This is an optimization exercise on Yosys and OpenROAD, whose aim is small area, a short achievable clock period and few clock cycles per item, not a production implementation.
Function was checked by simulation only, so behaviour that the tests miss may differ from the original.

## elrek_tx
module elrek_tx (
    input  wire         clk,
    input  wire         rst,
    input  wire [30:0]  seed,
    input  wire         st_valid,
    output wire         st_ready,
    input  wire [3:0]   st_type,
    input  wire [3:0]   st_seq,
    input  wire [511:0] st_payload,
    output reg          tx_valid,
    output reg  [31:0]  tx_data
);
For scale: roughly 2,600 cells after synthesis, ~660 flip-flops, about 590 I/O pins, roughly 36,000 um^2 of cells after synthesis.
export LEC_CHECK = 0
export CAP_MARGIN = 20
export CORE_MARGIN = 2
export CORE_UTILIZATION = 45
export SLEW_MARGIN = 20
export SYNTH_HIERARCHICAL = 1
create_clock -name core_clock -period 80.0 [get_ports {clk}]
standard.sh (not shown) runs the stock make flow with config.mk's settings and CLKGATE_MAP_FILE= SYNTH_SCRIPT=/design/flow/synth_recipe.tcl, a recipe that flattens the netlist after the stock synthesis.
==> flow/flow/run.sh <==
#!/bin/bash
# The standard layout (standard.sh), with these ORFS settings changed:
#  - ABC_LOAD_IN_FF=1: ABC sizes the small one-gate modules of the datapath
#    for a light load instead of upsizing them;
#  - port buffers use the smallest buffer cell (buf_1) rather than the delay
#    cell that buffer_ports picks by default;
#  - clock tree: clkbuf_16 buffers, sinks clustered in groups of up to 24
#    within 120 um, no dummy loads;
#  - repair_timing aims at a setup slack of 63.3 ns (the clock is 80 ns, the
#    I/O delays 16 ns each), without cloning gates.
# Each ORFS step keeps its own log under orfs/logs; make's output goes to
# standard.log.
set -euo pipefail
bash standard.sh ABC_LOAD_IN_FF=1 SETUP_SLACK_MARGIN=63.3 SKIP_GATE_CLONING=1 \
    "BUFFER_PORTS_ARGS=-buffer_cell sky130_fd_sc_hd__buf_1" \
    "CTS_ARGS=-sink_clustering_enable -repair_clock_nets -sink_clustering_size 24 -sink_clustering_max_diameter 120 -buf_list sky130_fd_sc_hd__clkbuf_16 -dont_use_dummy_load" \
    finish > standard.log 2>&1
Testbench counts at the start, summed over its fixed seeds: cycles 52,836, items 3,200.
Next try:
Settings changed: CORE_UTILIZATION 45 to 62.
The changed run ran to the end with no violations.
Maximum frequency decreases by about 0.33%.
Setup slack is worse by 0.057 ns.
Core utilization increases by 19 points.
Area after synthesis stays the same.

elrek_tx again, from the RTL that the note above started with.
## elrek_tx
module elrek_tx (
    input  wire         clk,
    input  wire         rst,
    input  wire [30:0]  seed,
    input  wire         st_valid,
    output wire         st_ready,
    input  wire [3:0]   st_type,
    input  wire [3:0]   st_seq,
    input  wire [511:0] st_payload,
    output reg          tx_valid,
    output reg  [31:0]  tx_data
);
==> flow/config.mk <==
export PLATFORM = sky130hd
export DESIGN_NAME = elrek_tx
export DESIGN_NICKNAME = elrek_tx
export VERILOG_FILES = /design/flow/design.v
export SDC_FILE = /design/flow/constraint.sdc
export NUM_CORES = 8
export LEC_CHECK = 0
export CAP_MARGIN = 20
export CORE_MARGIN = 2
export CORE_UTILIZATION = 55
export SLEW_MARGIN = 20
export SYNTH_HIERARCHICAL = 1
==> flow/constraint.sdc <==
create_clock -name core_clock -period 80.0 [get_ports {clk}]
set_input_delay 16.0000 -clock core_clock [delete_from_list [all_inputs] [get_ports {clk}]]
set_output_delay 16.0000 -clock core_clock [all_outputs]
set_load 0.01 [all_outputs]
Scripts as last shown in full above: flow/flow/run.sh
Testbench counts at the start, summed over its fixed seeds: cycles 52,836, items 3,200.
==> next run, changes <==
--- a/flow/flow/run.sh
+++ b/flow/flow/run.sh
@@ -16 +16 @@
-    "CTS_ARGS=-sink_clustering_enable -repair_clock_nets -sink_clustering_size 24 -sink_clustering_max_diameter 120 -buf_list sky130_fd_sc_hd__clkbuf_16 -dont_use_dummy_load" \
+    "CTS_ARGS=-sink_clustering_enable -repair_clock_nets -sink_clustering_size 32 -sink_clustering_max_diameter 90 -buf_list sky130_fd_sc_hd__clkbuf_16 -dont_use_dummy_load" \
After rerunning: The new run finished with timing, DRC and antenna clean; hold slack degrades by 4.0 ps; wire length is about the same; register-to-register slack gains 120 ps; synthesized cell count does not change; via count is about the same; worst setup slack degrades by 45 ps; clock skew came out lower by 7.5 ps; global-route usage went down by 0.16 points.

afterwards: timing with drivers on the ports:
The flow's constraints put no driver on any port. The routed layouts listed below were extracted and timed again, unchanged, in two steps. Step 1: set_driving_cell puts a clkbuf_16 on clk and a buf_2 on each other input, an assumption about the parent block. Step 2 times the ports against the registers' clock, not the clock port: input delays grow and output delays shrink by t, the midpoint of the rising clock arrivals with the driver on. Three values: no drivers, after step 1, after step 2; two values: the first two.
run	shift t [ns]	slack for setup (ns)	worst setup path at the end	clock arrival spread, ns	worst slew at a driven data input, ns
the first run of note 1	0.649	62.973 / 62.900 / 62.776	input to register	0.074 / 0.074	0.15
the second run of note 1	0.700	62.916 / 62.853 / 62.669	input to register	0.070 / 0.070	0.12
the first run of note 2	0.637	62.958 / 62.888 / 62.732	input to register	0.091 / 0.091	0.14
the second run of note 2	0.695	62.913 / 62.845 / 62.683	input to register	0.096 / 0.096	0.13
After both steps every run listed still meets setup and hold. The setup slack of the second run of note 1, which loses most, moves by -0.063 ns with the drivers and by -0.247 ns with both steps.
